Context: an optimization exercise on an open-source flow, tuned for small area, a short achievable clock period and few clock cycles per item. The choices shown serve that exercise and are no tape-out recipe.
RTL that was checked went through simulation tests only; none was proved equivalent to the original.
Only the layout flow was run in runs 1, 2 and 6; the RTL was not checked for function there.
Power is estimated from default activity; no workload was simulated.

<file path="flow/design.v">
module boholt_dec (
    input  wire        clk,
    input  wire        rst,
    input  wire        in_valid,
    input  wire [31:0] in_data,
    input  wire        in_last,
    output reg         in_ready,
    output reg         out_valid,
    output reg  [15:0] out_item,
    output reg         done,
    output wire [2:0]  res_fault,
    output wire [12:0] res_fault_pos,
    output wire        res_crc_bad,
    output wire [12:0] res_count,
    output wire        hist_we,
    output wire [11:0] hist_waddr,
    output wire [15:0] hist_wdata,
    output reg         hist_re,
    output reg  [11:0] hist_raddr,
    input  wire [15:0] hist_rdata
);
    localparam [15:0] SYNC = 16'hB0B7;
    localparam [31:0] CRC_RESIDUE = 32'hDEBB20E3;
    localparam [2:0] F_NONE     = 3'd0,
                     F_ILLEGAL  = 3'd1,
                     F_DISTANCE = 3'd2,
                     F_OVERRUN  = 3'd3,
                     F_TRUNC    = 3'd4,
                     F_HEADER   = 3'd5;
    localparam [1:0] S_HDR   = 2'd0,    
                     S_CHK   = 2'd1,    
                     S_BODY  = 2'd2,    
                     S_DRAIN = 2'd3;    
    localparam [2:0] T_LIT   = 3'd0,
                     T_SRUN  = 3'd1,
                     T_LRUN  = 3'd2,
                     T_MATCH = 3'd3,
                     T_EOB   = 3'd4,
                     T_ILL   = 3'd5,
                     T_STO   = 3'd6,    
                     T_LIM   = 3'd7;    
    function [15:0] crc16_16(input [15:0] c, input [15:0] d);
        integer i;
        reg [15:0] x;
        begin
            x = c ^ {d[7:0], 8'h00};
            for (i = 0; i < 8; i = i + 1)
                x = x[15] ? ((x << 1) ^ 16'h1021) : (x << 1);
            x = x ^ {d[15:8], 8'h00};
            for (i = 0; i < 8; i = i + 1)
                x = x[15] ? ((x << 1) ^ 16'h1021) : (x << 1);
            crc16_16 = x;
        end
    endfunction
    function [31:0] crc32_16(input [31:0] c, input [15:0] d);
        integer i;
        reg [31:0] x;
        begin
            x = c ^ {16'd0, d};
            for (i = 0; i < 16; i = i + 1)
                x = x[0] ? ((x >> 1) ^ 32'hEDB88320) : (x >> 1);
            crc32_16 = x;
        end
    endfunction
    reg  [1:0]  st;
    reg  [2:0]  hw;              
    reg  [1:0]  hidx;            
    reg         hhalf;           
    reg         l1;              
    reg  [31:0] s0, s1;
    reg         v0, v1;          
    reg  [4:0]  o;               
    reg         lp0, lp1;        
    reg         pay_end;         
    reg  [1:0]  ph;              
    reg  [11:0] wl;              
    reg         wl_nz;           
    reg  [1:0]  pl_lo;           
    reg         cut, stored;
    reg  [12:0] room;            
    reg  [12:0] n_p;             
    reg  [2:0]  fault;
    reg         crc_bad;
    reg         tdone;           
    reg         pdone;           
    reg         end_req;         
    reg  [31:0] crc;             
    reg         f_w1bad, f_c0, f_plnc, f_plc, f_st, f_pz;
    reg         tok_v;
    reg  [2:0]  tok_c;
    reg  [25:0] tok_w;           
    reg  [11:0] cp_n;            
    reg         e_idle;          
    reg         e_le1;           
    reg         cp_ram;          
    reg         cp_p2;           
    reg         pre_q;           
    reg         rd_done;         
    reg         flt;             
    reg  [15:0] prev2;
    reg  [11:0] wcnt;            
    assign res_fault     = fault;
    assign res_fault_pos = flt ? n_p : 13'd0;
    assign res_crc_bad   = crc_bad;
    assign res_count     = n_p;
    wire blk_end;                
    wire hdr_fail;               
    wire        at_max  = (room == 13'd0);
    wire [11:0] d_m1    = tok_w[15:4];                 
    reg  [11:0] len_m1;                                
    always @(*) begin
        case (tok_c)
            T_SRUN:  len_m1 = {8'd0, tok_w[5:2]};
            T_LRUN:  len_m1 = tok_w[14:3];
            default: len_m1 = {2'd0, tok_w[25:16]} + 12'd2;
        endcase
    end
    wire        t_lit   = (tok_c == T_LIT || tok_c == T_STO);
    wire        t_cp    = (tok_c == T_SRUN || tok_c == T_LRUN || tok_c == T_MATCH);
    wire        t_ram   = (tok_c == T_MATCH) && (d_m1[11:1] != 11'd0);
    wire        t_p2    = (tok_c == T_MATCH) && (d_m1 == 12'd1);
    wire        over    = {1'b0, len_m1} >= room;      
    wire        dist_bad = (tok_c == T_MATCH) ? ({1'b0, d_m1} >= n_p) : (n_p == 13'd0);
    wire pop = (st == S_BODY) && tok_v && !pdone && e_idle && (!t_ram || rd_done);
    reg        k_end;
    reg [2:0]  k_fault;
    reg        k_push;
    always @(*) begin
        k_end   = 1'b0;
        k_fault = F_NONE;
        k_push  = 1'b0;
        if (stored && at_max) begin
            k_end = 1'b1;
        end else case (tok_c)
            T_LIT, T_STO: begin
                if (at_max) begin k_end = 1'b1; k_fault = F_OVERRUN; end
                else k_push = 1'b1;
            end
            T_SRUN, T_LRUN, T_MATCH: begin
                if (dist_bad)  begin k_end = 1'b1; k_fault = F_DISTANCE; end
                else if (over) begin k_end = 1'b1; k_fault = F_OVERRUN; end
                else k_push = 1'b1;
            end
            T_EOB: begin
                k_end = 1'b1;
                if (!at_max && !cut) k_fault = F_TRUNC;
            end
            T_ILL: begin
                k_end = 1'b1; k_fault = F_ILLEGAL;
            end
            default: begin   
                k_end = 1'b1;
                if (!cut) k_fault = F_TRUNC;
            end
        endcase
    end
    wire go    = pop && k_push;
    wire go_cp = go && t_cp;
    wire emit  = !e_idle || go;
    wire e_le1_n   = !e_idle ? ((cp_n[11:2] == 10'd0) && !(cp_n[1] && cp_n[0])) : 1'b1;
    wire rd_first  = e_le1_n && (st == S_BODY) && tok_v && !pdone && !pop && t_ram && !pre_q;
    wire rd_second = pre_q;
    wire rd_third  = pop && t_ram;
    wire rd_more   = !e_idle && cp_ram && (cp_n[11:2] != 10'd0 || cp_n[1:0] == 2'd3);
    assign hist_we    = out_valid;
    assign hist_waddr = wcnt;
    assign hist_wdata = out_item;
    reg [15:0] eval;
    always @(*) begin
        if (!e_idle)
            eval = cp_ram ? hist_rdata : cp_p2 ? prev2 : out_item;
        else if (t_ram)
            eval = hist_rdata;
        else if (t_p2)
            eval = prev2;
        else if (t_cp)
            eval = out_item;
        else
            eval = (tok_c == T_STO) ? tok_w[15:0] : tok_w[16:1];
    end
    always @(posedge clk) begin
        out_valid <= emit;
        done      <= end_req && e_idle && !done;
        if (done) begin
            end_req <= 1'b0;
            wcnt    <= 12'hFFF;
        end
        if (!e_idle || pop) begin
            out_item <= eval;
            prev2    <= out_item;
            wcnt     <= wcnt + 12'd1;
        end
        hist_re    <= rd_first || rd_second || rd_third || rd_more;
        hist_raddr <= rd_first ? n_p[11:0] + ~d_m1 : hist_raddr + 12'd1;
        pre_q      <= rd_first;
        rd_done    <= pre_q;
        if (!e_idle) begin
            cp_n   <= cp_n - 12'd1;
            e_idle <= e_le1;
            e_le1  <= (cp_n[11:2] == 10'd0) && !(cp_n[1] && cp_n[0]);
        end else if (go_cp) begin
            cp_n   <= len_m1;
            e_idle <= (len_m1 == 12'd0);
            e_le1  <= (len_m1[11:1] == 11'd0);
            cp_ram <= t_ram;
            cp_p2  <= t_p2;
        end
        if (blk_end || hdr_fail)
            end_req <= 1'b1;
        if (rst) begin
            cp_n      <= 12'd0;
            e_idle    <= 1'b1;
            e_le1     <= 1'b1;
            rd_done   <= 1'b0;
            pre_q     <= 1'b0;
            hist_re   <= 1'b0;
            out_valid <= 1'b0;
            done      <= 1'b0;
            end_req   <= 1'b0;
            wcnt      <= 12'hFFF;
        end
    end
    wire [63:0] dw  = {s1, s0};
    wire [25:0] win = dw[o +: 26];
    wire [5:0] c;
    assign c[0] = !stored && !win[0];
    assign c[1] = !stored && win[0] && !win[1];
    assign c[2] = !stored && win[1:0] == 2'b11 && !win[2];
    assign c[3] = !stored && win[2:0] == 3'b111 && !win[3];
    assign c[4] = !stored && win[3:0] == 4'b1111;
    assign c[5] = stored;
    wire [5:0] lastbits = (pl_lo == 2'd0) ? 6'd32 : {1'b0, pl_lo, 3'b000};
    wire [6:0] avail    = lp0 ? {1'b0, lastbits} - {2'b0, o}
                              : 7'd32 - {2'b0, o} + {1'b0, lastbits};
    wire       near_end = lp0 || lp1;
    reg  [4:0] tl [0:5];
    reg  [5:0] ge, gt, lh;       
    reg  [4:0] o_next;
    reg        retire_c, wait_c, lim_c;
    integer ci;
    always @(*) begin
        tl[0] = 5'd17; tl[1] = 5'd6; tl[2] = 5'd15;
        tl[3] = 5'd26; tl[4] = 5'd5; tl[5] = 5'd16;
        o_next   = 5'd0;
        retire_c = 1'b0;
        wait_c   = 1'b0;
        lim_c    = 1'b0;
        for (ci = 0; ci < 6; ci = ci + 1) begin
            ge[ci] = ({1'b0, o} + {1'b0, tl[ci]}) >= 6'd32;
            gt[ci] = ({1'b0, o} + {1'b0, tl[ci]}) >  6'd32;
            lh[ci] = {2'b0, tl[ci]} > avail;
            if (c[ci]) begin
                o_next   = o_next | (o + tl[ci]);
                retire_c = retire_c | ge[ci];
                wait_c   = wait_c | gt[ci];
                lim_c    = lim_c | lh[ci];
            end
        end
    end
    wire lim_hit = pay_end || (near_end && lim_c);
    wire wait_w  = !v1 && !lp0 && wait_c;
    reg [2:0] t_cls;
    always @(*) begin
        if (lim_hit)   t_cls = T_LIM;
        else if (c[5]) t_cls = T_STO;
        else if (c[0]) t_cls = T_LIT;
        else if (c[1]) t_cls = T_SRUN;
        else if (c[2]) t_cls = T_LRUN;
        else if (c[3]) t_cls = T_MATCH;
        else if (!win[4]) t_cls = T_EOB;
        else           t_cls = T_ILL;
    end
    wire t_last = lim_hit || (c[4] && !stored);    
    wire tstop    = tdone || pdone;
    wire tok_free = !tok_v || pop;
    wire ten      = (st == S_BODY) && !tstop && tok_free &&
                    (pay_end || (v0 && !wait_w));
    wire retire0 = ten && retire_c;                    
    wire xfer    = v1 && (tstop || !v0 || retire0);
    wire take    = in_valid && in_ready;
    wire [13:0] h_plen  = s1[26:13];
    wire [12:0] h_count = s1[12:0];
    wire        h_cut   = s1[26];
    wire        h_stored = s1[24];
    wire hdr_bad = (s0[15:0] != SYNC) || (crc[15:0] != s0[31:16]) ||
                   f_w1bad || (s1[31:29] != 3'd0) ||
                   (f_c0 && !h_cut) ||
                   (!h_cut && f_plnc) || (h_cut && f_plc) ||
                   (h_stored && !h_cut && f_st);
    assign blk_end  = (st == S_BODY) && pdone && !wl_nz && !v1 && (ph == 2'd0);
    wire   chk_go   = (st == S_CHK) && (!end_req || done);    
    assign hdr_fail = chk_go && hdr_bad;
    reg rdy_n;
    always @(*) begin
        case (st)
            S_HDR:   rdy_n = take ? (hw == 3'd0) : (hw != 3'd4);
            S_CHK:   rdy_n = chk_go && (hdr_bad || !(h_cut && f_pz));
            S_BODY:  rdy_n = blk_end || (!take && wl_nz && !(v1 && !xfer));
            default: rdy_n = 1'b1;
        endcase
    end
    always @(posedge clk) begin
        in_ready <= rdy_n;
        if (in_ready) begin
            s1 <= in_data;
            l1 <= in_last;
        end
        case (st)
            S_HDR: begin
                if (v1) begin
                    if (hidx == 2'd0) begin
                        s0        <= s1;
                        crc[15:0] <= 16'hFFFF;
                    end else
                        crc[15:0] <= crc16_16(crc[15:0], hhalf ? s1[31:16] : s1[15:0]);
                    if (hidx == 2'd1 && !hhalf) begin
                        f_w1bad <= (s1[31:30] != 2'd0) || (s1[29:27] > 3'd4) ||
                                   (h_count > 13'd4096);
                        f_c0    <= (h_count == 13'd0);
                        f_plnc  <= (h_plen[1:0] != 2'd0) || (h_plen > 14'd8192);
                        f_plc   <= (h_plen > 14'd8708);
                        f_st    <= (h_plen != {h_count[12:1] + {12'd0, h_count[0]}, 2'b00});
                        f_pz    <= (h_plen == 14'd0);
                        room    <= h_count;
                        wl      <= h_plen[13:2] + {11'd0, (h_plen[1:0] != 2'd0)} + 12'd1;
                        pl_lo   <= h_plen[1:0];
                    end
                    hhalf <= 1'b1;
                    if (hhalf) begin
                        v1 <= 1'b0;
                        if (hidx == 2'd3) st <= S_CHK;
                    end
                end
                if (take) begin
                    v1    <= 1'b1;
                    hidx  <= hw[1:0];
                    hhalf <= (hw == 3'd0);
                    hw    <= hw + 3'd1;
                end
            end
            S_CHK: begin
                if (chk_go) begin
                    hw <= 3'd0;
                    if (hdr_bad) begin
                        fault       <= F_HEADER;
                        flt         <= 1'b1;
                        n_p         <= 13'd0;
                        crc_bad     <= 1'b0;
                        st          <= l1 ? S_HDR : S_DRAIN;
                    end else begin
                        st      <= S_BODY;
                        cut     <= h_cut;
                        stored  <= h_stored;
                        wl      <= h_cut ? wl - 12'd1 : wl;
                        wl_nz   <= !(h_cut && f_pz);
                        if (h_cut && !h_stored && room == 13'd0) room <= 13'd4096;
                        n_p     <= 13'd0;
                        fault   <= F_NONE;
                        flt     <= 1'b0;
                        crc_bad <= 1'b0;
                        crc     <= 32'hFFFFFFFF;
                        tdone   <= 1'b0;
                        pdone   <= 1'b0;
                        tok_v   <= 1'b0;
                        pay_end <= f_pz;
                        v0      <= 1'b0;
                        o       <= 5'd0;
                        lp0     <= 1'b0;
                        lp1     <= 1'b0;
                    end
                end
            end
            S_DRAIN: begin
                if (take && in_last) st <= S_HDR;
            end
            default: begin  
                if (ph != 2'd0)
                    crc <= crc32_16(crc, ph[1] ? s0[31:16] : s0[15:0]);
                ph <= (ph == 2'd1) ? 2'd2 : 2'd0;
                if (pop) begin
                    tok_v <= 1'b0;
                    if (k_end) begin
                        pdone <= 1'b1;
                        fault <= k_fault;
                        flt   <= (k_fault != F_NONE);
                    end
                    if (k_push) begin
                        n_p  <= t_cp ? n_p + {1'b0, len_m1} + 13'd1 : n_p + 13'd1;
                        room <= t_cp ? room + {1'b1, ~len_m1} : room - 13'd1;
                    end
                end
                if (ten) begin
                    tok_v <= 1'b1;
                    tok_c <= t_cls;
                    tok_w <= win;
                    o     <= o_next;
                    if (t_last) tdone <= 1'b1;
                    if (retire_c) begin
                        v0 <= 1'b0;
                        if (lp0) pay_end <= 1'b1;
                    end
                end
                if (take) begin
                    v1    <= 1'b1;
                    wl    <= wl - 12'd1;
                    wl_nz <= (wl != 12'd1);
                    lp1   <= (wl == (cut ? 12'd1 : 12'd2));
                end
                if (xfer) begin
                    s0  <= s1;
                    v0  <= 1'b1;
                    lp0 <= lp1;
                    ph  <= 2'd1;
                    if (!take) v1 <= 1'b0;
                end
                if (blk_end) begin
                    crc_bad     <= !cut && (crc != CRC_RESIDUE);
                    st          <= S_HDR;
                    v0          <= 1'b0;
                end
            end
        endcase
        if (rst) begin
            st          <= S_HDR;
            in_ready    <= 1'b1;
            hw          <= 3'd0;
            v0          <= 1'b0;
            v1          <= 1'b0;
            ph          <= 2'd0;
            tdone       <= 1'b1;
            pdone       <= 1'b1;
            tok_v       <= 1'b0;
        end
    end
endmodule
</file>
<file path="flow/flow/run.sh">
#!/bin/bash
# The standard layout (standard.sh, with its synthesis unchanged), with
#  - each port buffered, as the standard flow does, with the smallest buffer
#    cell (timing repair resizes it where needed).
# Every tool's output goes to standard.log in this folder.
set -euo pipefail
MARGIN=7.5
sed "s/SETUP_SLACK_MARGIN=[0-9.]*/SETUP_SLACK_MARGIN=$MARGIN/" standard.sh > standard_margin.sh
export BUFFER_PORTS_ARGS="-buffer_cell sky130_fd_sc_hd__buf_1"
bash standard_margin.sh > standard.log 2>&1
</file>
<file path="flow/standard.sh">
#!/bin/bash
# synth_recipe.tcl (not shown) runs the flow's synth.tcl, then flattens the netlist and writes it again
# the make line also repeats each setting of config.mk as NAME=value (left out here)
make -C /OpenROAD-flow-scripts/flow DESIGN_CONFIG=/design/flow/config.mk WORK_HOME=/design/flow/orfs CLKGATE_MAP_FILE= SYNTH_SCRIPT=/design/flow/synth_recipe.tcl "${@:-finish}"
</file>
<file path="flow/config.mk">
export PLATFORM = sky130hd
export DESIGN_NAME = boholt_dec
export DESIGN_NICKNAME = boholt_dec
export VERILOG_FILES = /design/flow/design.v
export SDC_FILE = /design/flow/constraint.sdc
export NUM_CORES = 4
export LEC_CHECK = 0
export CAP_MARGIN = 20
export CORE_MARGIN = 2
export CORE_UTILIZATION = 60
export CTS_BUF_LIST = sky130_fd_sc_hd__clkbuf_4 sky130_fd_sc_hd__clkbuf_8
export PLACE_DENSITY = 0.75
export SETUP_SLACK_MARGIN = 5
export SLEW_MARGIN = 20
</file>
<file path="flow/constraint.sdc">
create_clock -name core_clock -period 12.0 [get_ports {clk}]
set_input_delay 2.4000 -clock core_clock [delete_from_list [all_inputs] [get_ports {clk}]]
set_output_delay 2.4000 -clock core_clock [all_outputs]
set_load 0.01 [all_outputs]
</file>
==> key figures, run 1 <==
Timing
  – Final period util: 36.0%
  – Max Slew Vio Count: 0
  – Clock skew: 0.0303 ns
  – Fin worst setup slack: 7.68 ns
  – RSZ-0062 raised after global routing: no
  – Worst slew pin tran: 1.16 ns
  – # setup viols final: 0
  – Minimum clock period: 4.32 ns
  – Hold_ws: 0.477 ns
  – Final Hold Fails: 0
  – Setup TNS: 0 ns
  – Slew margin rel.: 22.4%
  – Highest clock rate: 0.231 GHz

Worst setup path
  – Arr. time, crit path: 4.59 ns
  – Worst setup path endpoint: s0[16]
  – Worst stage delay on the critical path: 0.53 ns
  – Crit. End Element: flop
  – Worst reg2reg path depth: 10
  – CP bufs+invs: 2
  – Crit-path max FO: 81
  – Crit path depth: 10
  – Worst R2R Start: o[2]
  – Critical path type: flop to flop
  – CP required: 12.26 ns
  – Crit start category: flop
  – Crit path cell chain: clkbuf_8 > mux2_2 > mux4_2 > a221oi_1 > and2_2 > a21o_1 > a21oi_1 > o211ai_1 > o2111a_1 > buf_4
  – RR Endpoint: s0[16]
  – Worst reg2reg setup slack: 7.68 ns
  – Delay-heaviest family, CP: compound AO/OA/AOI/OAI gates
  – Worst Setup SP: o[2]
  – CP max stage cell: mux4_2

Place
  – HPWL after DPL: 47,900 um
  – Placed cells: 2,795
  – Pre-CTS WS: 6.48 ns
  – Placed cell area: 22,400 um^2
  – Port Buffer Count: 142
  – Routability-driven placement congestion ratio: 1.00

Min path
  – Hold depth: 0
  – Worst Hold Class: flop to flop

Clock network
  – Htree depth: 2
  – Root Buffer: clkbuf_8
  – Latest clock arrival within the worst-skew pair: 0.65 ns
  – Max clock buf depth: 3
  – Number of CTS-inserted buffers: 50
  – Reg clk slew, reported paths: 0.06 ns
  – Clock tree sinks: 282
  – Post-CTS Hold Buffers: 0
  – CTS tree: built

Synth
  – Post-synth EDFFs: 225
  – Yosys cell types: 90
  – Syn_area_per_cell: 9.40 um^2
  – Synthesized Nets: 2,454
  – Asr flop ratio synth: 0%
  – Synth cell count leaders: nand2_1 (262), edfxtp_1 (225), xnor2_1 (203), a21oi_1 (150), nor2_1 (142)
  – Post-Syn Instances: 2,309
  – Warning count from the yosys run: 2
  – Seq/Total Area, Yosys: 36.4%
  – Dominant cells by area after synthesis: edfxtp_1 (31%), xnor2_1 (8.2%), dfxtp_1 (5.3%)
  – Post-synth top area share: 31.1%
  – Synth Flop Type: edfxtp_1
  – Most frequent cell after synthesis: nand2_1
  – Netlist Area Pre-Place: 21,700 um^2
  – Top cell type by total area after synthesis: edfxtp_1
  – Synthesized flop and latch total: 282

Pwr
  – Worst IR drop on VDD: 0.642 mV
  – Switching Fraction: 40.5%
  – P_leak: 8.92 nW
  – Sequential share of power: 24.8%
  – Power Density: 259 nW/um^2
  – Sw power: 0.00252 W
  – Cell-internal power: 0.00370 W
  – Clock power frac: 16.8%
  – Combinational power share: 58.4%

Finish
  – Non-filler cells, final: 2,923
  – Share of layout cells above drive strength 1: 11.1%
  – Layout overhead on the synthesized area: 10.8%
  – Final-stage net count: 2,564
  – Finished Cell Area: 24,100 um^2

Routing
  – Final ANT Viol Nets: 0
  – WL met1: 26,400 um
  – Wire length per cell: 22.7 um
  – WL met2: 30,000 um
  – TritonRoute pass-1 iters: 7
  – Drc violations: 0
  – 1st-iter DRT viols: 2,059
  – Total wire length: 66,400 um
  – Vias/cell: 6.45
  – DR top layer: met4
  – Total number of vias: 18.9k
  – Metal3 WL: 6210 um

GRT
  – Number of global-route vias before repair: 18.2k
  – GRT overflow: 0
  – Largest net degree at the start of global routing: 82
  – Initial antenna violation count: 0
  – Global-route wire length before repair: 103,000 um
  – All-Layer GR Usage: 34.7%

Floorplanning
  – Starting Density: 61.0%
  – DIE AREA: 37,700 um^2
  – IO Count: 143
  – Die extent in y: 194 um
  – Rows: 69
  – Core area: 35,600 um^2
  – Die width: 194 um

Outcome
  – Outcome: timing/DRC/antenna clean

Flow run
  – Maximum capacitance violations: 0
[power by group through the flow]
stage	clock network, W	registers, W	logic, W
3_5_place_dp	0	0.00156	0.00358
6_report	0.00104	0.00154	0.00364
3_3_place_gp	0	0.00155	0.00351
5_1_grt	0.00110	0.00155	0.00396
4_1_cts	0.00106	0.00154	0.00362
2_1_floorplan	0	0.00148	0.00298
[cell usage in the layout (no fill, tap or decap), types with 7 or more instances in the layout]
| cell type | netlist | final |
|---|---|---|
| a211oi_1 | 39 | 38 |
| a21boi_0 | 7 | 7 |
| a21o_1 | 21 | 21 |
| a21oi_1 | 150 | 147 |
| a22o_1 | 12 | 12 |
| a22oi_1 | 18 | 18 |
| a31oi_1 | 18 | 16 |
| and2_1 | 21 | 20 |
| and3_1 | 25 | 25 |
| buf_1 | 22 | 142 |
| buf_4 | 19 | 58 |
| clkbuf_4 | 0 | 14 |
| clkbuf_8 | 0 | 59 |
| clkinv_1 | 5 | 12 |
| dfxtp_1 | 57 | 56 |
| edfxtp_1 | 225 | 225 |
| ha_1 | 90 | 89 |
| inv_1 | 87 | 84 |
| mux2_2 | 21 | 21 |
| mux2i_1 | 74 | 74 |
| mux4_2 | 37 | 37 |
| nand2_1 | 262 | 262 |
| nand2b_1 | 16 | 16 |
| nand3_1 | 78 | 78 |
| nand4_1 | 20 | 20 |
| nor2_1 | 142 | 137 |
| nor2b_1 | 33 | 33 |
| nor3_1 | 44 | 42 |
| nor4_1 | 24 | 23 |
| o2111ai_1 | 14 | 14 |
| o211ai_1 | 33 | 33 |
| o21ai_0 | 133 | 129 |
| o22ai_1 | 13 | 12 |
| o31ai_1 | 7 | 7 |
| or2_2 | 7 | 7 |
| or3_1 | 12 | 12 |
| xnor2_1 | 203 | 203 |
| xnor2_2 | 9 | 9 |
| xor2_1 | 75 | 75 |
[state kept, by name, summed over array words and instances, names as in the netlist, 3 cells and up]
signal / flops
hw: 3
crc: 32
prev2: 16
fault: 3
tok_w: 26
out_item: 16
tok_c: 3
wcnt: 12
n_p: 13
wl: 12
hist_raddr: 12
o: 5
s0: 32
s1: 32
room: 13
cp_n: 12
[area by class of cell]
cell class                 instances  area (um^2)
sequential                       282         7900
inverter                          93          365
antenna                            1         2.50
tap                              461          577
fill                            2851        11500
multi-input combinational       1783        13000
timing repair buffer             209         1100
clock inverter                    23          265
clock buffer                      71          896
[worst min-delay path by stage]
stage               slack [ns]         to    startpoint
floorplan                 0.42     s0[11]        s1[11]
global placement          0.45   cp_n[10]      cp_n[10]
detailed placement        0.46  prev2[11]  out_item[11]
CTS                       0.48     s0[27]        s1[27]
global route              0.49   prev2[8]   out_item[8]
finish                    0.48     s0[27]        s1[27]
[metrics by stage]
step	util, %	total power [W]
floorplan	-	0.00446
CTS	66.8	0.00621
global placement	63.1	0.00506
global route	67.6	0.00660
finish	67.6	0.00623
detailed placement	63.1	0.00514
[kinds of logic after synthesis]
group / count (synthesis) / synth area share (%)
compound gates: 533 / 15.7
xor+xnor: 298 / 12.9
fa+ha+maj: 95 / 5.56
buf+inv: 245 / 4.73
flops: 282 / 36.4
mux: 137 / 8.95
simple gates: 719 / 15.7
[routing by layer]
| layer | global-route usage [%] | vias up |
|---|---|---|
| li1 | - | 8649 |
| met1 | 44.7 | 8918 |
| met2 | 55.0 | 1075 |
| met3 | 7.18 | 213 |
| met4 | 18.5 | 0 |
| met5 | 0 | - |
[repair_timing]
item                                    in CTS  in global routing
gates resized for setup                     16                 29
pin swaps                                    1                  6
cloned                                       0                  3
buffers inserted                            13                 17
endpoints found under the setup margin     127                 79
==> run 2: changes to the inputs <==
--- a/flow/flow/run.sh
+++ b/flow/flow/run.sh
@@ -4,7 +4,7 @@
 #    cell (timing repair resizes it where needed).
 # Every tool's output goes to standard.log in this folder.
 set -euo pipefail
-MARGIN=7.5
+MARGIN=8.0
 sed "s/SETUP_SLACK_MARGIN=[0-9.]*/SETUP_SLACK_MARGIN=$MARGIN/" standard.sh > standard_margin.sh
 export BUFFER_PORTS_ARGS="-buffer_cell sky130_fd_sc_hd__buf_1"
 bash standard_margin.sh > standard.log 2>&1
==> run 2 against run 1 <==
- sequential power about the same
- worst setup slack better by 0.31 ns
- critical endpoint is now n_p[10]
- fmax up 7.8%
- largest cell class unchanged
- global-route usage up 1.0 points
- synthesized area unchanged
- hold slack worse by 0.014 ns
- wire length up 4.6%
- highest routed layer unchanged
==> key figures, run 2 <==
Synth
  – Most frequent cell after synthesis: nand2_1 (unchanged)
  – Warning count from the yosys run: 2 (unchanged)
  – Synthesized flop and latch total: 282 (unchanged)
  – Post-Syn Instances: 2,309 (unchanged)
  – Synthesized Nets: 2,454 (unchanged)
  – Netlist Area Pre-Place: 21,700 um^2 (unchanged)
  – Seq/Total Area, Yosys: 36.4% (unchanged)
  – Top cell type by total area after synthesis: edfxtp_1 (unchanged)
  – Yosys cell types: 90 (unchanged)
  – Post-synth EDFFs: 225 (unchanged)
  – Asr flop ratio synth: 0% (unchanged)
  – Synth cell count leaders: nand2_1 (262), edfxtp_1 (225), xnor2_1 (203), a21oi_1 (150), nor2_1 (142) (unchanged)
  – Synth Flop Type: edfxtp_1 (unchanged)
  – Post-synth top area share: 31.1% (unchanged)
  – Dominant cells by area after synthesis: edfxtp_1 (31%), xnor2_1 (8.2%), dfxtp_1 (5.3%) (unchanged)
  – Syn_area_per_cell: 9.40 um^2 (unchanged)

GRT
  – Initial antenna violation count: 0 (unchanged)
  – Number of global-route vias before repair: 18.5k (was 18.2k)
  – All-Layer GR Usage: 35.7% (was 34.7%)
  – GRT overflow: 0 (unchanged)
  – Largest net degree at the start of global routing: 66 (was 82)
  – Global-route wire length before repair: 105,000 um (was 103,000 um)

Outcome
  – Outcome: timing/DRC/antenna clean (unchanged)

Finish
  – Top Registers: crc (32), s0 (32), s1 (32) (unchanged)
  – Share of layout cells above drive strength 1: 13.8% (was 11.1%)
  – Layout overhead on the synthesized area: 13.6% (was 10.8%)
  – FF/Latch Area: 7900 um^2 (unchanged)
  – Final-stage net count: 2,610 (was 2,564)
  – Ant diodes: 0 (was 1)
  – Most common cell after layout, fill and taps aside: nand2_1 (unchanged)
  – # fillers: 2,738 (was 2,851)
  – Commonest cells after routing, fill and taps aside: nand2_1 (261), edfxtp_1 (225), xnor2_1 (202) (was nand2_1 (262), edfxtp_1 (225), xnor2_1 (203))
  – Multi-input logic area: 13,200 um^2 (was 13,000 um^2)
  – Post-layout util: 69.3% (was 67.6%)

Worst setup path
  – Crit. End Element: flop (unchanged)
  – Arr. time, crit path: 4.39 ns (was 4.59 ns)
  – Worst Setup SP: tok_c[2] (was o[2])
  – Crit start category: flop (unchanged)
  – Crit path cell chain: buf_6 > or2_4 > o22ai_4 > a21oi_4 > inv_2 > ha_4 > nand2b_4 > a21o_1 > a21oi_2 > o21ai_2 > a221oi_4 > o211ai_1 > buf_4 > buf_12 > a211oi_4 > nor3_4 > o41ai_4 > buf_4 > clkbuf_16 (was clkbuf_8 > mux2_2 > mux4_2 > a221oi_1 > and2_2 > a21o_1 > a21oi_1 > o211ai_1 > o2111a_1 > buf_4)
  – Worst R2R Start: tok_c[2] (was o[2])
  – Crit-path max FO: 6 (was 81)
  – Worst stage delay on the critical path: 0.46 ns (was 0.53 ns)
  – Worst reg2reg path depth: 19 (was 10)
  – Critical path type: flop to flop (unchanged)
  – CP max stage cell: edfxtp_1 (was mux4_2)
  – CP dominant cell by count: buf_4
  – CP required: 12.38 ns (was 12.26 ns)

Routing
  – TritonRoute pass-1 iters: 8 (was 7)
  – Vias/cell: 6.53 (was 6.45)
  – Metal3 WL: 6620 um (was 6210 um)
  – 1st-iter DRT viols: 2,448 (was 2,059)
  – Final ANT Viol Nets: 0 (unchanged)
  – WL met1: 26,100 um (was 26,400 um)
  – WL met2: 32,100 um (was 30,000 um)
  – Drc violations: 0 (unchanged)
  – DR top layer: met4 (unchanged)
  – Wire length per cell: 23.4 um (was 22.7 um)
  – Total number of vias: 19.4k (was 18.9k)
  – Total wire length: 69,500 um (was 66,400 um)

Pwr
  – Power Density: 250 nW/um^2 (was 259 nW/um^2)
  – P_leak: 9.15 nW (was 8.92 nW)
  – Final total power: 0.00615 W (was 0.00623 W)
  – Worst IR drop on VDD: 0.700 mV (was 0.642 mV)

Flow run
  – Maximum capacitance violations: 0 (unchanged)

Floorplanning
  – IO Count: 143 (unchanged)
  – Die width: 194 um (unchanged)
  – Core area: 35,600 um^2 (unchanged)
  – Die extent in y: 194 um (unchanged)
  – DIE AREA: 37,700 um^2 (unchanged)
  – Rows: 69 (unchanged)
  – Starting Density: 61.0% (unchanged)

Place
  – Pre-CTS WS: 6.22 ns (was 6.48 ns)
  – Routability-driven placement congestion ratio: 1.02 (was 1.00)
  – Port Buffer Count: 142 (unchanged)
  – HPWL after DPL: 48,100 um (was 47,900 um)

Clock network
  – Reg clk slew, reported paths: 0.07 ns (was 0.06 ns)
  – Number of CTS-inserted buffers: 51 (was 50)
  – Root Buffer: clkbuf_8 (unchanged)
  – Max clock buf depth: 3 (unchanged)
  – CTS tree: built (unchanged)
  – Htree depth: 2 (unchanged)
  – Clock tree sinks: 282 (unchanged)
  – Latest clock arrival within the worst-skew pair: 0.67 ns (was 0.65 ns)

Min path
  – Worst Hold Class: flop to flop (unchanged)
  – Hold depth: 0 (unchanged)
  – Worst hold start: s1[28] (was s1[27])

Timing
  – Highest clock rate: 0.249 GHz (was 0.231 GHz)
  – Fin worst setup slack: 7.99 ns (was 7.68 ns)
  – RSZ-0062 raised after global routing: yes (was no)
  – # setup viols final: 0 (unchanged)
  – Worst slew pin tran: 1.08 ns (was 1.16 ns)
  – Minimum clock period: 4.01 ns (was 4.32 ns)
  – Final Hold Fails: 0 (unchanged)
  – Setup TNS: 0 ns (unchanged)
  – Slew margin rel.: 27.9% (was 22.4%)
  – Final period util: 33.4% (was 36.0%)
  – Clock skew: 0.0501 ns (was 0.0303 ns)
  – Hold_ws: 0.463 ns (was 0.477 ns)
  – Max Slew Vio Count: 0 (unchanged)
[run 2: cell counts after synthesis]
No cell type changed its count.
[run 2: worst max-delay path, delay by kind of cell (launching register included)]
kind | cells | cell delay, ns
AO/OA/AOI/OAI | 9 | 1.63
AND/OR/NAND/NOR | 3 | 0.54
adder cells (fa/ha/maj) | 1 | 0.20
buffers and inverters | 6 | 0.92
flip-flops | 1 | 0.46
[run 2: worst paths after layout]
| path | end | slack (ns) |
|---|---|---|
| setup / recovery | n_p[10] | 7.99 |
| hold / removal | s0[28] | 0.46 |
| setup reg to reg | n_p[10] | 7.99 |
| hold reg to reg | s0[28] | 0.46 |
[run 2: power by group]
group	leakage [nW]	internal [W]	switching [W]
Clock	0.520	0.000465	0.000431
Combinational	6.09	0.00171	0.00201
Sequential	2.54	0.00139	0.000149
[run 2: per-stage QoR]
stage,cell area (um^2),cells
floorplan,21700,2309
global placement,22400,2793
detailed placement,22400,2793
CTS,24200,2937
global route,24600,2968
finish,24600,2968
[run 2: final cells by class]
type,instances,share of cell area (%)
clock buffer,69,3.47
clock inverter,26,0.523
inverter,93,1.50
multi-input combinational,1785,53.7
sequential,282,32.0
tap,461,2.34
timing repair buffer,251,6.42
timing repair inverter,1,0.0305
[run 2: cell families after synthesis]
family                   Yosys count  share of synthesized area [%]
AO/OA/AOI/OAI                    533                           15.7
XOR/XNOR                         298                           12.9
adder cells (fa/ha/maj)           95                           5.56
buffers and inverters            245                           4.73
flip-flops                       282                           36.4
multiplexers                     137                           8.95
AND/OR/NAND/NOR                  719                           15.7
[run 2: what timing repair did]
item | 4_1_cts | 5_1_grt
setup endpoints to repair | 163 | 138
hold buffers | 0 | 0
buffers inserted | 43 | 29
cloned | 6 | 2
hold endpoints to repair | 0 | 0
resized for setup | 63 | 43
pin swaps | 15 | 20
[run 2: metal layers]
| metal | GRT usage, % | vias up |
|---|---|---|
| li1 | - | 8734 |
| met1 | 44.7 | 9161 |
| met2 | 57.4 | 1196 |
| met3 | 6.59 | 282 |
| met4 | 21.9 | 0 |
| met5 | 0 | - |
==> run 3: changes to the inputs <==
--- a/flow/design.v
+++ b/flow/design.v
@@ -185,7 +185,7 @@
             end_req <= 1'b0;
             wcnt    <= 12'hFFF;
         end
-        if (!e_idle || pop) begin
+        if (emit) begin
             out_item <= eval;
             prev2    <= out_item;
             wcnt     <= wcnt + 12'd1;
@@ -288,7 +288,7 @@
                    (!h_cut && f_plnc) || (h_cut && f_plc) ||
                    (h_stored && !h_cut && f_st);
     assign blk_end  = (st == S_BODY) && pdone && !wl_nz && !v1 && (ph == 2'd0);
-    wire   chk_go   = (st == S_CHK) && (!end_req || done);    
+    wire   chk_go   = (st == S_CHK) && !end_req;
     assign hdr_fail = chk_go && hdr_bad;
     reg rdy_n;
     always @(*) begin
--- a/flow/config.mk
+++ b/flow/config.mk
@@ -7,8 +7,8 @@
 export LEC_CHECK = 0
 export CAP_MARGIN = 20
 export CORE_MARGIN = 2
-export CORE_UTILIZATION = 60
+export CORE_UTILIZATION = 75
 export CTS_BUF_LIST = sky130_fd_sc_hd__clkbuf_4 sky130_fd_sc_hd__clkbuf_8
-export PLACE_DENSITY = 0.75
+export PLACE_DENSITY = 0.85
 export SETUP_SLACK_MARGIN = 5
 export SLEW_MARGIN = 20
==> run 3 against run 2 <==
- highest routed layer is now met5
- wire length fell by 1.3%
- still clean
- hold slack improved by 0.014 ns
- fmax is 1.8% higher
- synthesized area down 0.14%
==> key figures, run 3 <==
Place
  – Port Buffer Count: 142 (unchanged)
  – Routability-driven placement congestion ratio: 1.00 (was 1.02)
  – Pre-CTS WS: 6.85 ns (was 6.22 ns)
  – HPWL after DPL: 47,000 um (was 48,100 um)

Pwr
  – Switching Fraction: 40.2% (was 42.1%)
  – Cell-internal power: 0.00316 W (was 0.00356 W)
  – Sw power: 0.00212 W (was 0.00259 W)
  – Clock power frac: 17.4% (was 14.6%)
  – P_leak: 8.86 nW (was 9.15 nW)
  – Combinational power share: 55.6% (was 60.4%)
  – Worst IR drop on VDD: 1.07 mV (was 0.700 mV)
  – Sequential share of power: 27.0% (was 25.0%)
  – Power Density: 220 nW/um^2 (was 250 nW/um^2)

Clock network
  – Reg clk slew, reported paths: 0.06 ns (was 0.07 ns)
  – Root Buffer: clkbuf_8 (unchanged)
  – Max clock buf depth: 3 (unchanged)
  – Number of CTS-inserted buffers: 47 (was 51)
  – Htree depth: 2 (unchanged)
  – CTS tree: built (unchanged)
  – Latest clock arrival within the worst-skew pair: 0.61 ns (was 0.67 ns)
  – Clock tree sinks: 282 (unchanged)

Worst setup path
  – Crit-path max FO: 36 (was 6)
  – Critical path type: flop to primary output (was flop to flop)
  – Worst reg2reg setup slack: 8.06 ns (was 7.99 ns)
  – Crit start category: flop (unchanged)
  – Crit. End Element: primary output (was flop)
  – CP required: 9.60 ns (was 12.38 ns)
  – Arr. time, crit path: 1.54 ns (was 4.39 ns)

Routing
  – Wire length per cell: 23.9 um (was 23.4 um)
  – TritonRoute pass-1 iters: 8 (unchanged)
  – WL met2: 31,200 um (was 32,100 um)
  – Drc violations: 0 (unchanged)
  – DR top layer: met5 (was met4)
  – Metal3 WL: 8560 um (was 6620 um)
  – Total wire length: 68,500 um (was 69,500 um)
  – WL met1: 23,300 um (was 26,100 um)
  – 1st-iter DRT viols: 3,041 (was 2,448)
  – Total number of vias: 20.0k (was 19.4k)
  – Vias/cell: 6.99 (was 6.53)
  – Final ANT Viol Nets: 0 (unchanged)

Synth
  – Post-synth top area share: 31.2% (was 31.1%)
  – Synthesized flop and latch total: 282 (unchanged)
  – Top cell type by total area after synthesis: edfxtp_1 (unchanged)
  – Seq/Total Area, Yosys: 36.4% (about the same)
  – Asr flop ratio synth: 0% (unchanged)
  – Netlist Area Pre-Place: 21,700 um^2 (about the same)
  – Warning count from the yosys run: 2 (unchanged)
  – Post-synth EDFFs: 225 (unchanged)
  – Synth Flop Type: edfxtp_1 (unchanged)
  – Synthesized Nets: 2,463 (was 2,454)
  – Syn_area_per_cell: 9.35 um^2 (was 9.40 um^2)
  – Dominant cells by area after synthesis: edfxtp_1 (31%), xnor2_1 (8.1%), dfxtp_1 (5.3%) (was edfxtp_1 (31%), xnor2_1 (8.2%), dfxtp_1 (5.3%))
  – Synth cell count leaders: nand2_1 (238), edfxtp_1 (225), xnor2_1 (200), nor2_1 (162), o21ai_0 (146) (was nand2_1 (262), edfxtp_1 (225), xnor2_1 (203), a21oi_1 (150), nor2_1 (142))
  – Post-Syn Instances: 2,318 (was 2,309)
  – Yosys cell types: 91 (was 90)
  – Most frequent cell after synthesis: nand2_1 (unchanged)

Timing
  – Clock skew: 0.0490 ns (was 0.0501 ns)
  – Max Slew Vio Count: 0 (unchanged)
  – RSZ-0062 raised after global routing: yes (unchanged)
  – Fin worst setup slack: 8.06 ns (was 7.99 ns)
  – Hold_ws: 0.477 ns (was 0.463 ns)
  – Final period util: 32.8% (was 33.4%)
  – Minimum clock period: 3.94 ns (was 4.01 ns)
  – # setup viols final: 0 (unchanged)
  – Slew margin rel.: 31.2% (was 27.9%)
  – Highest clock rate: 0.254 GHz (was 0.249 GHz)
  – Setup TNS: 0 ns (unchanged)
  – Worst slew pin tran: 1.03 ns (was 1.08 ns)
  – Final Hold Fails: 0 (unchanged)

Finish
  – Post-layout util: 84.4% (was 69.3%)
  – Share of layout cells above drive strength 1: 12.3% (was 13.8%)
  – Multi-input logic area: 13,000 um^2 (was 13,200 um^2)
  – Most common cell after layout, fill and taps aside: nand2_1 (unchanged)
  – Commonest cells after routing, fill and taps aside: nand2_1 (238), edfxtp_1 (225), xnor2_1 (198) (was nand2_1 (261), edfxtp_1 (225), xnor2_1 (202))
  – Top Registers: crc (32), s0 (32), s1 (32) (unchanged)
  – # fillers: 1,655 (was 2,738)
  – Layout overhead on the synthesized area: 11.1% (was 13.6%)
  – FF/Latch Area: 7900 um^2 (about the same)
  – Final-stage net count: 2,589 (was 2,610)

Floorplanning
  – Die extent in y: 174 um (was 194 um)
  – Starting Density: 75.9% (was 61.0%)
  – IO Count: 143 (unchanged)
  – Die width: 174 um (was 194 um)
  – DIE AREA: 30,300 um^2 (was 37,700 um^2)
  – Core area: 28,500 um^2 (was 35,600 um^2)
  – Rows: 62 (was 69)

Flow run
  – Maximum capacitance violations: 0 (unchanged)

GRT
  – Global-route wire length before repair: 105,000 um (about the same)
  – Largest net degree at the start of global routing: 80 (was 66)
  – All-Layer GR Usage: 44.0% (was 35.7%)
  – Number of global-route vias before repair: 19.2k (was 18.5k)
  – GRT overflow: 0 (unchanged)
  – Initial antenna violation count: 5 (was 0)

Min path
  – Worst Hold Class: flop to flop (unchanged)

Outcome
  – Outcome: timing/DRC/antenna clean (unchanged)
-- run 3: cell types whose count changed after synthesis, sizes merged, moves of 14 or more --
cell and change:
mux2i +14, o21ai +14, nand2 -24, mux2 +19, nand3 -21, mux4 -16, nor2 +22
-- run 3: cells by family after synthesis --
logic type               share of synthesized area, %
multiplexers                                     9.11
AO/OA/AOI/OAI                                    15.8
buffers and inverters                            4.73
XOR/XNOR                                         12.4
flip-flops                                       36.4
adder cells (fa/ha/maj)                          5.52
AND/OR/NAND/NOR                                  16.1
-- run 3: cell type report --
class / instances / area share (%)
diodes: 2 / 0.0208
clock buffers: 69 / 3.58
clock inverters: 18 / 0.608
inverters: 95 / 1.55
multi-input cells: 1795 / 54.1
flip-flops and latches: 282 / 32.8
well taps: 384 / 2.00
repair buffers: 221 / 5.29
repair inverters: 2 / 0.0520
-- run 3: per-stage QoR --
stage / area (um^2) / instances / total power [W]
4_1_cts: 23700 / 2845 / 0.00521
3_5_place_dp: 22300 / 2729 / 0.00427
6_report: 24100 / 2868 / 0.00529
5_1_grt: 24100 / 2867 / 0.00552
3_3_place_gp: 22300 / 2729 / 0.00418
2_1_floorplan: 21700 / 2318 / 0.00372
-- run 3: power groups by stage --
stage,Sequential (W),Combinational [W],Clock [W]
finish,0.00143,0.00294,0.000921
CTS,0.00141,0.00288,0.000916
global route,0.00142,0.00313,0.000961
detailed placement,0.00143,0.00284,0
global placement,0.00143,0.00275,0
floorplan,0.00138,0.00234,0
-- run 3: worst paths after layout --
kind,from,to,cells after the start
max,in_ready,in_ready,2
min,out_item[8],prev2[8],0
max reg2reg,ph[1],crc[19],9
min reg2reg,out_item[8],prev2[8],0
-- run 3: critical path, stage by stage (launching register included) --
cell	delay, ns
dfxtp_1	0.31
buf_4	0.40
buf_1	0.21
-- run 3: what timing repair did --
action / 4_1_cts / 5_1_grt
buffers inserted: 26 / 16
gates cloned: 3 / 3
resized for setup: 31 / 53
endpoints found under the hold margin: 0 / 0
endpoints found under the setup margin: 187 / 166
hold buffers: 0 / 0
pin swaps: 5 / 12
-- run 3: per-layer routing --
| metal | vias up | track usage [%] |
|---|---|---|
| met2 | 1670 | 71.3 |
| met1 | 9201 | 53.2 |
| met3 | 466 | 10.3 |
| met5 | - | 0 |
| met4 | 4 | 27.9 |
| li1 | 8700 | - |
Testbench counts of run 3, summed over its fixed seeds: cycles 183,811, items 178,205.
==> run 4: changes to the inputs <==
--- a/flow/config.mk
+++ b/flow/config.mk
@@ -7,8 +7,9 @@
 export LEC_CHECK = 0
 export CAP_MARGIN = 20
 export CORE_MARGIN = 2
-export CORE_UTILIZATION = 75
+export CORE_UTILIZATION = 60
 export CTS_BUF_LIST = sky130_fd_sc_hd__clkbuf_4 sky130_fd_sc_hd__clkbuf_8
-export PLACE_DENSITY = 0.85
+export PLACE_DENSITY = 0.75
 export SETUP_SLACK_MARGIN = 5
 export SLEW_MARGIN = 20
+export TNS_END_PERCENT = 10
==> run 4 against run 3 <==
- non-clock buffer count shrank 13
- register-to-register slack worse by 0.06 ns
- clock skew shrank 0.0039 ns
- cell area decreased by 0.27%
- core utilization down 17 points
- largest cell class unchanged
- largest power group unchanged
==> key figures, run 4 <==
Outcome
  – Outcome: timing/DRC/antenna clean (unchanged)

Synth
  – Asr flop ratio synth: 0% (unchanged)
  – Post-synth EDFFs: 225 (unchanged)
  – Seq/Total Area, Yosys: 36.4% (unchanged)
  – Synth Flop Type: edfxtp_1 (unchanged)
  – Top cell type by total area after synthesis: edfxtp_1 (unchanged)
  – Netlist Area Pre-Place: 21,700 um^2 (unchanged)
  – Yosys cell types: 91 (unchanged)
  – Warning count from the yosys run: 2 (unchanged)
  – Synthesized flop and latch total: 282 (unchanged)
  – Synth cell count leaders: nand2_1 (238), edfxtp_1 (225), xnor2_1 (200), nor2_1 (162), o21ai_0 (146) (unchanged)
  – Dominant cells by area after synthesis: edfxtp_1 (31%), xnor2_1 (8.1%), dfxtp_1 (5.3%) (unchanged)
  – Post-synth top area share: 31.2% (unchanged)
  – Synthesized Nets: 2,463 (unchanged)
  – Syn_area_per_cell: 9.35 um^2 (unchanged)
  – Post-Syn Instances: 2,318 (unchanged)
  – Most frequent cell after synthesis: nand2_1 (unchanged)

Min path
  – Hold depth: 1 (was 0)
  – Worst Hold Class: flop to flop (unchanged)

Routing
  – Total wire length: 65,600 um (was 68,500 um)
  – Vias/cell: 6.46 (was 6.99)
  – Wire length per cell: 22.4 um (was 23.9 um)
  – 1st-iter DRT viols: 2,304 (was 3,041)
  – TritonRoute pass-1 iters: 6 (was 8)
  – Total number of vias: 19.0k (was 20.0k)
  – Drc violations: 0 (unchanged)
  – Final ANT Viol Nets: 0 (unchanged)

Finish
  – Top Registers: crc (32), s0 (32), s1 (32) (unchanged)
  – Share of layout cells above drive strength 1: 11.6% (was 12.3%)
  – Most common cell after layout, fill and taps aside: nand2_1 (unchanged)
  – Commonest cells after routing, fill and taps aside: nand2_1 (237), edfxtp_1 (225), xnor2_1 (200) (was nand2_1 (238), edfxtp_1 (225), xnor2_1 (198))
  – Final-stage net count: 2,579 (was 2,589)
  – Non-filler cells, final: 2,935 (was 2,868)
  – Ant diodes: 0 (was 2)
  – Layout overhead on the synthesized area: 10.8% (was 11.1%)

Place
  – HPWL after DPL: 46,900 um (was 47,000 um)
  – Placed cells: 2,809 (was 2,729)
  – Routability-driven placement congestion ratio: 1.00 (about the same)
  – Port Buffer Count: 142 (unchanged)

Worst setup path
  – Worst reg2reg path depth: 12 (was 9)
  – Crit. End Element: primary output (unchanged)
  – Worst stage delay on the critical path: 0.65 ns (was 0.40 ns)
  – Crit-path max FO: 9 (was 36)
  – Critical path type: flop to primary output (unchanged)
  – Crit path depth: 2 (unchanged)
  – Crit path cell chain: and2_1 > buf_1 (was buf_4 > buf_1)
  – Delay-heaviest family, CP: flip-flops (was buffers and inverters)
  – CP max stage cell: edfxtp_1 (was buf_4)
  – Crit start category: flop (unchanged)
  – CP bufs+invs: 1 (was 2)
  – Arr. time, crit path: 1.64 ns (was 1.54 ns)
  – CP required: 9.60 ns (about the same)

Floorplanning
  – DIE AREA: 37,700 um^2 (was 30,300 um^2)
  – Die width: 194 um (was 174 um)
  – IO Count: 143 (unchanged)
  – Starting Density: 60.9% (was 75.9%)
  – Die extent in y: 194 um (was 174 um)
  – Core area: 35,600 um^2 (was 28,500 um^2)
  – Rows: 69 (was 62)

Timing
  – Minimum clock period: 4.04 ns (was 3.94 ns)
  – Final Hold Fails: 0 (unchanged)
  – # setup viols final: 0 (unchanged)
  – Setup TNS: 0 ns (unchanged)
  – Max Slew Vio Count: 0 (unchanged)
  – RSZ-0062 raised after global routing: yes (unchanged)
  – Final period util: 33.7% (was 32.8%)
  – Slew margin rel.: 32.1% (was 31.2%)
  – Clock skew: 0.0451 ns (was 0.0490 ns)
  – Worst slew pin tran: 1.01 ns (was 1.03 ns)
  – Highest clock rate: 0.247 GHz (was 0.254 GHz)

Clock network
  – Post-CTS Hold Buffers: 0 (unchanged)
  – Max clock buf depth: 3 (unchanged)
  – CTS tree: built (unchanged)
  – Latest clock arrival within the worst-skew pair: 0.67 ns (was 0.61 ns)
  – Reg clk slew, reported paths: 0.06 ns (about the same)
  – Htree depth: 2 (unchanged)
  – Clock tree sinks: 282 (unchanged)
  – Root Buffer: clkbuf_8 (unchanged)
  – Number of CTS-inserted buffers: 50 (was 47)

Pwr
  – Power Density: 221 nW/um^2 (was 220 nW/um^2)
  – P_leak: 8.78 nW (was 8.86 nW)
  – Worst IR drop on VDD: 0.302 mV (was 1.07 mV)

GRT
  – Global-route wire length before repair: 101,000 um (was 105,000 um)
  – Largest net degree at the start of global routing: 69 (was 80)
  – Number of global-route vias before repair: 18.1k (was 19.2k)
  – All-Layer GR Usage: 34.0% (was 44.0%)
  – Initial antenna violation count: 1 (was 5)
  – GRT overflow: 0 (unchanged)

Flow run
  – Maximum capacitance violations: 0 (unchanged)
## run 4: cell counts after synthesis
No cell type changed its count.
## run 4: cell type report
type,count,area (um^2)
Timing Repair Buffer,208,1130
Clock inverter,19,198
Tap cell,461,577
Clock buffer,73,880
Timing Repair inverter,2,12.5
Multi-Input combinational cell,1795,13000
Inverter,95,368
Fill cell,2813,11600
Sequential cell,282,7900
## run 4: per-layer routing
| layer | wire length [um] | up-vias | GRT usage (%) | share of wire (%) |
|---|---|---|---|---|
| met1 | 25100 | 8982 | 42.7 | 38 |
| li1 | - | 8677 | - | - |
| met3 | 6350 | 249 | 6.94 | 9.7 |
| met2 | 30900 | 1056 | 56.2 | 47 |
| met4 | 3310 | 0 | 16.0 | 5.0 |
| met5 | 0 | - | 0 | 0 |
## run 4: kinds of logic after synthesis
logic type | synth area share, %
flip-flops | 36.4
buffers and inverters | 4.73
AO/OA/AOI/OAI | 15.8
XOR/XNOR | 12.4
multiplexers | 9.11
AND/OR/NAND/NOR | 16.1
adder cells (fa/ha/maj) | 5.52
## run 4: what timing repair did
action                                  4_1_cts  5_1_grt
endpoints found under the hold margin         0        0
gates resized for setup                      24       27
cloned                                        2        1
pin swaps                                     5        6
setup buffers                                16       14
endpoints found under the setup margin      196      187
## run 4: worst paths after layout
| path | startpoint | end | slack, ns |
|---|---|---|---|
| max reg2reg | o[1] | in_ready | 8.00 |
| min reg2reg | pre_q | rd_done | 0.48 |
| min | pre_q | rd_done | 0.48 |
| max | n_p[2] | res_fault_pos[2] | 7.96 |
## run 4: through the flow
stage	hold WS (ns)	util, %	setup slack, ns	cell area [um^2]	power, W
after detailed placement	0.466	63.0	6.71	22400	0.00428
after floorplan	0.421	-	7.79	21700	0.00372
final	0.477	67.5	7.96	24000	0.00530
after global routing	0.485	67.5	7.78	24000	0.00558
after global placement	0.455	63.0	6.96	22400	0.00420
after CTS	0.479	66.8	7.70	23800	0.00528
## run 4: report_power, final
part | switching [W] | internal (W) | total, W | leakage, nW
registers | 0.000108 | 0.00131 | 0.00142 | 2.54
logic | 0.00155 | 0.00134 | 0.00289 | 5.67
clock network | 0.000432 | 0.000557 | 0.000989 | 0.570
==> run 5: changes to the inputs <==
--- a/flow/config.mk
+++ b/flow/config.mk
@@ -9,7 +9,8 @@
 export CORE_MARGIN = 2
 export CORE_UTILIZATION = 60
 export CTS_BUF_LIST = sky130_fd_sc_hd__clkbuf_4 sky130_fd_sc_hd__clkbuf_8
+export CTS_CLUSTER_DIAMETER = 60
+export CTS_CLUSTER_SIZE = 16
 export PLACE_DENSITY = 0.75
 export SETUP_SLACK_MARGIN = 5
 export SLEW_MARGIN = 20
-export TNS_END_PERCENT = 10
==> run 5 against run 4 <==
- still clean on timing, DRC and antenna
- sequential share of layout area increased by 0.18 points
- worst setup slack gained 0.093 ns
- register-to-register slack improved by 0.15 ns
- final cell count is 0.24% lower
- non-clock buffer count grew 29
- cell area fell by 0.55%
- clock skew is 0.0079 ns higher
- fmax grew 2.4%
- critical path depth is the same
- critical path type unchanged
- synthesized cell count did not move
==> key figures, run 5 <==
Finish
  – Layout overhead on the synthesized area: 10.2% (was 10.8%)
  – Share of layout cells above drive strength 1: 11.7% (was 11.6%)
  – Most common cell after layout, fill and taps aside: nand2_1 (unchanged)
  – Commonest cells after routing, fill and taps aside: nand2_1 (238), edfxtp_1 (225), xnor2_1 (199) (was nand2_1 (237), edfxtp_1 (225), xnor2_1 (200))
  – Final-stage net count: 2,587 (was 2,579)
  – Top Registers: crc (32), s0 (32), s1 (32) (unchanged)

Synth
  – Post-synth top area share: 31.2% (unchanged)
  – Syn_area_per_cell: 9.35 um^2 (unchanged)
  – Most frequent cell after synthesis: nand2_1 (unchanged)
  – Dominant cells by area after synthesis: edfxtp_1 (31%), xnor2_1 (8.1%), dfxtp_1 (5.3%) (unchanged)
  – Synth Flop Type: edfxtp_1 (unchanged)
  – Post-synth EDFFs: 225 (unchanged)
  – Post-Syn Instances: 2,318 (unchanged)
  – Yosys cell types: 91 (unchanged)
  – Seq/Total Area, Yosys: 36.4% (unchanged)
  – Netlist Area Pre-Place: 21,700 um^2 (unchanged)
  – Synthesized Nets: 2,463 (unchanged)
  – Asr flop ratio synth: 0% (unchanged)
  – Synthesized flop and latch total: 282 (unchanged)
  – Warning count from the yosys run: 2 (unchanged)
  – Top cell type by total area after synthesis: edfxtp_1 (unchanged)
  – Synth cell count leaders: nand2_1 (238), edfxtp_1 (225), xnor2_1 (200), nor2_1 (162), o21ai_0 (146) (unchanged)

Worst setup path
  – Crit path cell chain: and2_1 > buf_1 (unchanged)
  – Worst Setup SP: n_p[8] (was n_p[2])
  – CP max stage cell: edfxtp_1 (unchanged)
  – Worst reg2reg setup slack: 8.15 ns (was 8.00 ns)
  – Crit start category: flop (unchanged)
  – Worst setup path endpoint: res_fault_pos[8] (was res_fault_pos[2])
  – Arr. time, crit path: 1.55 ns (was 1.64 ns)
  – Crit. End Element: primary output (unchanged)
  – Worst R2R Start: tok_c[1] (was o[1])
  – Critical path type: flop to primary output (unchanged)
  – CP required: 9.60 ns (about the same)
  – Worst reg2reg path depth: 19 (was 12)
  – RR Endpoint: cp_n[0] (was in_ready)
  – Crit-path max FO: 8 (was 9)
  – Worst stage delay on the critical path: 0.57 ns (was 0.65 ns)

Routing
  – TritonRoute pass-1 iters: 7 (was 6)
  – WL met1: 25,100 um (about the same)
  – 1st-iter DRT viols: 2,155 (was 2,304)
  – Total wire length: 65,100 um (was 65,600 um)
  – Total number of vias: 19.0k (about the same)
  – WL met2: 30,500 um (was 30,900 um)
  – Vias/cell: 6.48 (was 6.46)
  – Wire length per cell: 22.2 um (was 22.4 um)
  – Final ANT Viol Nets: 0 (unchanged)
  – DR top layer: met4 (unchanged)
  – Drc violations: 0 (unchanged)
  – Metal3 WL: 5780 um (was 6350 um)

Outcome
  – Outcome: timing/DRC/antenna clean (unchanged)

Pwr
  – Worst IR drop on VDD: 0.349 mV (was 0.302 mV)
  – P_leak: 8.71 nW (was 8.78 nW)
  – Final total power: 0.00497 W (was 0.00530 W)
  – Power Density: 208 nW/um^2 (was 221 nW/um^2)

Floorplanning
  – Core area: 35,600 um^2 (unchanged)
  – Die width: 194 um (unchanged)
  – IO Count: 143 (unchanged)
  – Starting Density: 60.9% (unchanged)
  – Die extent in y: 194 um (unchanged)
  – DIE AREA: 37,700 um^2 (unchanged)
  – Rows: 69 (unchanged)

Timing
  – Max Slew Vio Count: 0 (unchanged)
  – Final Hold Fails: 0 (unchanged)
  – Clock skew: 0.0530 ns (was 0.0451 ns)
  – Hold_ws: 0.479 ns (was 0.477 ns)
  – Slew margin rel.: 34.9% (was 32.1%)
  – Minimum clock period: 3.95 ns (was 4.04 ns)
  – Highest clock rate: 0.253 GHz (was 0.247 GHz)
  – Setup TNS: 0 ns (unchanged)
  – # setup viols final: 0 (unchanged)
  – RSZ-0062 raised after global routing: yes (unchanged)
  – Final period util: 32.9% (was 33.7%)
  – Worst slew pin tran: 0.977 ns (was 1.01 ns)

GRT
  – Largest net degree at the start of global routing: 79 (was 69)
  – Initial antenna violation count: 1 (unchanged)
  – GRT overflow: 0 (unchanged)
  – Global-route wire length before repair: 99,300 um (was 101,000 um)
  – All-Layer GR Usage: 33.2% (was 34.0%)
  – Number of global-route vias before repair: 17.8k (was 18.1k)

Clock network
  – Latest clock arrival within the worst-skew pair: 0.69 ns (was 0.67 ns)
  – Root Buffer: clkbuf_8 (unchanged)
  – Htree depth: 1 (was 2)
  – CTS tree: built (unchanged)
  – Number of CTS-inserted buffers: 30 (was 50)
  – Reg clk slew, reported paths: 0.10 ns (was 0.06 ns)
  – Clock tree sinks: 282 (unchanged)
  – Max clock buf depth: 3 (unchanged)

Flow run
  – Maximum capacitance violations: 0 (unchanged)

Min path
  – Hold depth: 0 (was 1)
  – Worst Hold Class: flop to flop (unchanged)

Place
  – Port Buffer Count: 142 (unchanged)
  – Routability-driven placement congestion ratio: 1.01 (was 1.00)
  – HPWL after DPL: 46,500 um (was 46,900 um)
run 5: cell counts after synthesis:
Identical to the previous run, type by type.
run 5: metrics by stage:
step / cell area [um^2] / util [%] / std cells / setup slack, ns
after floorplan: 21700 / - / 2318 / 7.91
after global placement: 22400 / 63.0 / 2809 / 6.85
after detailed placement: 22400 / 63.1 / 2810 / 6.67
after CTS: 23500 / 66.1 / 2898 / 8.00
after global routing: 23900 / 67.1 / 2927 / 7.97
final: 23900 / 67.2 / 2928 / 8.05
run 5: how the worst min path moves through the flow:
stage,startpoint,to,slack (ns)
2_1_floorplan,s1[23],s0[23],0.42
3_3_place_gp,out_item[9],prev2[9],0.46
3_5_place_dp,out_item[11],prev2[11],0.47
4_1_cts,out_item[2],prev2[2],0.48
5_1_grt,out_item[2],prev2[2],0.50
6_report,out_item[2],prev2[2],0.48
run 5: critical path, delay by kind of cell (launching register included):
family / cells / cell delay [ns]
buffers and inverters: 1 / 0.15
DFF: 1 / 0.57
and+or+nand+nor: 1 / 0.18
run 5: kinds of logic (layout without fill, tap and decap cells):
group | after synthesis | after routing | synth area share [%]
xor+xnor | 291 | 291 | 12.4
buf+inv | 242 | 389 | 4.73
flops | 282 | 282 | 36.4
other cells | 0 | 1 | 0
mux | 154 | 154 | 9.11
simple gates | 719 | 719 | 16.1
compound gates | 536 | 537 | 15.8
fa+ha+maj | 94 | 94 | 5.52
run 5: what timing repair did:
item,4_1_cts,5_1_grt
pin swaps,6,8
setup buffers,30,27
resized for setup,31,39
hold buffers,0,0
endpoints found under the setup margin,198,167
cloned,2,1
run 5: final cells by class:
type                    instances  area (um^2)
multi-input cells            1795        13000
inverters                      95          372
well taps                     461          577
repair buffers                237         1370
flip-flops and latches        282         7900
fillers                      2810        11700
diodes                          1         2.50
clock buffers                  32          434
clock inverters                24          229
repair inverters                1         7.51
run 5: metal layers:
metal / global-route usage (%) / up-vias
met2: 55.3 / 1070
li1: - / 8690
met1: 42.2 / 8933
met3: 5.48 / 273
met4: 15.8 / 0
met5: 0 / -
run 5: report_power, final:
part	total, W	switching (W)	internal, W
logic	0.00284	0.00150	0.00134
registers	0.00142	0.000112	0.00131
clock network	0.000706	0.000415	0.000291
total	0.00497	0.00203	0.00294
==> run 6: changes to the inputs <==
--- a/flow/design.v
+++ b/flow/design.v
@@ -155,7 +155,6 @@
         endcase
     end
     wire go    = pop && k_push;
-    wire go_cp = go && t_cp;
     wire emit  = !e_idle || go;
     wire e_le1_n   = !e_idle ? ((cp_n[11:2] == 10'd0) && !(cp_n[1] && cp_n[0])) : 1'b1;
     wire rd_first  = e_le1_n && (st == S_BODY) && tok_v && !pdone && !pop && t_ram && !pre_q;
@@ -198,9 +197,9 @@
             cp_n   <= cp_n - 12'd1;
             e_idle <= e_le1;
             e_le1  <= (cp_n[11:2] == 10'd0) && !(cp_n[1] && cp_n[0]);
-        end else if (go_cp) begin
+        end else if (pop && t_cp) begin
             cp_n   <= len_m1;
-            e_idle <= (len_m1 == 12'd0);
+            e_idle <= !k_push || (len_m1 == 12'd0);
             e_le1  <= (len_m1[11:1] == 11'd0);
             cp_ram <= t_ram;
             cp_p2  <= t_p2;
==> run 6 against run 5 <==
- via count increased by 0.19%
- total power increased by 13%
- synthesized cell count decreased by 0.47%
- hold slack improved by 0.0067 ns
- global-route usage increased by 1.8 points
- clock power increased by 6.4%
- fmax decreased by 1.9%
- wire length increased by 5.4%
- synthesized area increased by 0.83%
- cell area increased by 1.4%
==> key figures, run 6 <==
Worst setup path
  – CP max stage cell: edfxtp_1 (unchanged)
  – Worst stage delay on the critical path: 0.48 ns (was 0.57 ns)

Finish
  – Share of layout cells above drive strength 1: 12.6% (was 11.7%)
  – Ant diodes: 0 (was 1)

Synth
  – Netlist Area Pre-Place: 21,900 um^2 (was 21,700 um^2)
  – Most frequent cell after synthesis: nand2_1 (unchanged)
  – Asr flop ratio synth: 0% (unchanged)
  – Post-Syn Instances: 2,307 (was 2,318)
  – Yosys cell types: 92 (was 91)
  – Dominant cells by area after synthesis: edfxtp_1 (31%), xnor2_1 (8.5%), dfxtp_1 (5.2%) (was edfxtp_1 (31%), xnor2_1 (8.1%), dfxtp_1 (5.3%))
  – Post-synth EDFFs: 225 (unchanged)

Clock network
  – Reg clk slew, reported paths: 0.10 ns (about the same)
  – Max clock buf depth: 3 (unchanged)
  – Clock tree sinks: 282 (unchanged)
  – Htree depth: 1 (unchanged)
  – CTS tree: built (unchanged)

Timing
  – Final Hold Fails: 0 (unchanged)
  – # setup viols final: 0 (unchanged)
  – Final period util: 33.6% (was 32.9%)
  – Minimum clock period: 4.03 ns (was 3.95 ns)
  – Slew margin rel.: 27.1% (was 34.9%)
  – Clock skew: 0.0442 ns (was 0.0530 ns)

Pwr
  – Switching Fraction: 41.5% (was 40.8%)
  – Cell-internal power: 0.00330 W (was 0.00294 W)
  – Clock power frac: 13.3% (was 14.2%)
  – Power Density: 233 nW/um^2 (was 208 nW/um^2)

Place
  – HPWL after DPL: 49,000 um (was 46,500 um)
  – Routability-driven placement congestion ratio: 1.03 (was 1.01)

Floorplanning
  – Rows: 69 (unchanged)

Outcome
  – Outcome: timing/DRC/antenna clean (unchanged)

Routing
  – Drc violations: 0 (unchanged)
  – Wire length per cell: 23.6 um (was 22.2 um)
  – Vias/cell: 6.54 (was 6.48)

GRT
  – Initial antenna violation count: 0 (was 1)
-- run 6: area by class of cell --
class,instances,area [um^2],share of cell area [%]
multi-input cells,1776,13300,54.9
clock buffers,35,457,1.89
flip-flops and latches,282,7900,32.6
repair buffers,228,1320,5.45
clock inverters,21,278,1.15
well taps,461,577,2.38
inverters,103,394,1.63
-- run 6: final timing paths --
path               startpoint       end  slack, ns  cells after the start
setup / recovery     tok_c[1]  fault[0]       7.97                     13
hold / removal    out_item[7]  prev2[7]       0.49                      0
setup reg to reg     tok_c[1]  fault[0]       7.97                     13
hold reg to reg   out_item[7]  prev2[7]       0.49                      0
-- run 6: logic make-up (layout without fill, tap and decap cells) --
family                   after synthesis  count (layout)  share of synthesized area [%]
AND/OR/NAND/NOR                      695             698                           15.2
multiplexers                         151             151                           9.03
adder cells (fa/ha/maj)               95              95                           5.52
XOR/XNOR                             312             312                           13.7
buffers and inverters                253             387                           4.82
flip-flops                           282             282                           36.1
AO/OA/AOI/OAI                        519             520                           15.6
-- run 6: metal layers --
| layer | vias to the layer above | routed length [um] | global-route usage (%) |
|---|---|---|---|
| li1 | 8613 | - | - |
| met1 | 9054 | 26300 | 45.9 |
| met2 | 1107 | 31800 | 57.2 |
| met3 | 228 | 6790 | 5.57 |
| met4 | 0 | 3740 | 16.0 |
| met5 | - | 0 | 0 |
-- run 6: worst max-delay path: cells and delay by family (launching register included) --
family	cells	cell delay, ns
compound gates	6	1.39
simple gates	3	1.01
flops	1	0.48
buf+inv	2	0.38
xor+xnor	1	0.23
fa+ha+maj	1	0.18
-- run 6: power groups by stage --
| stage | Sequential, W | Combinational [W] | Clock, W |
|---|---|---|---|
| 6_report | 0.00147 | 0.00341 | 0.000751 |
| 5_1_grt | 0.00147 | 0.00366 | 0.000794 |
| 4_1_cts | 0.00146 | 0.00337 | 0.000762 |
| 3_5_place_dp | 0.00149 | 0.00337 | 0 |
| 3_3_place_gp | 0.00148 | 0.00330 | 0 |
| 2_1_floorplan | 0.00142 | 0.00283 | 0 |
-- run 6: through the flow --
stage / hold WS (ns) / util (%) / power [W] / instances / worst slack [ns]
2_1_floorplan: 0.424 / - / 0.00425 / 2307 / 7.91
3_3_place_gp: 0.456 / 63.1 / 0.00478 / 2784 / 6.76
3_5_place_dp: 0.465 / 63.1 / 0.00485 / 2785 / 6.54
4_1_cts: 0.483 / 66.4 / 0.00560 / 2873 / 8.01
5_1_grt: 0.503 / 67.7 / 0.00593 / 2906 / 7.90
6_report: 0.485 / 67.7 / 0.00563 / 2906 / 7.97
-- run 6: what timing repair did --
action                                  in CTS  in global routing
gates resized for setup                     43                 43
setup buffers                               29                 29
pin swaps                                    8                 15
cloned                                       3                  3
endpoints found under the setup margin     180                122
hold buffers                                 0                  0

Setup slack of run 6, layout unchanged: 7.974 ns with ideal ports, 7.965 ns with driving cells assumed (clock clkbuf_16, inputs buf_2), 7.930 ns with port delays also shifted by the 0.687 ns mid clock arrival.
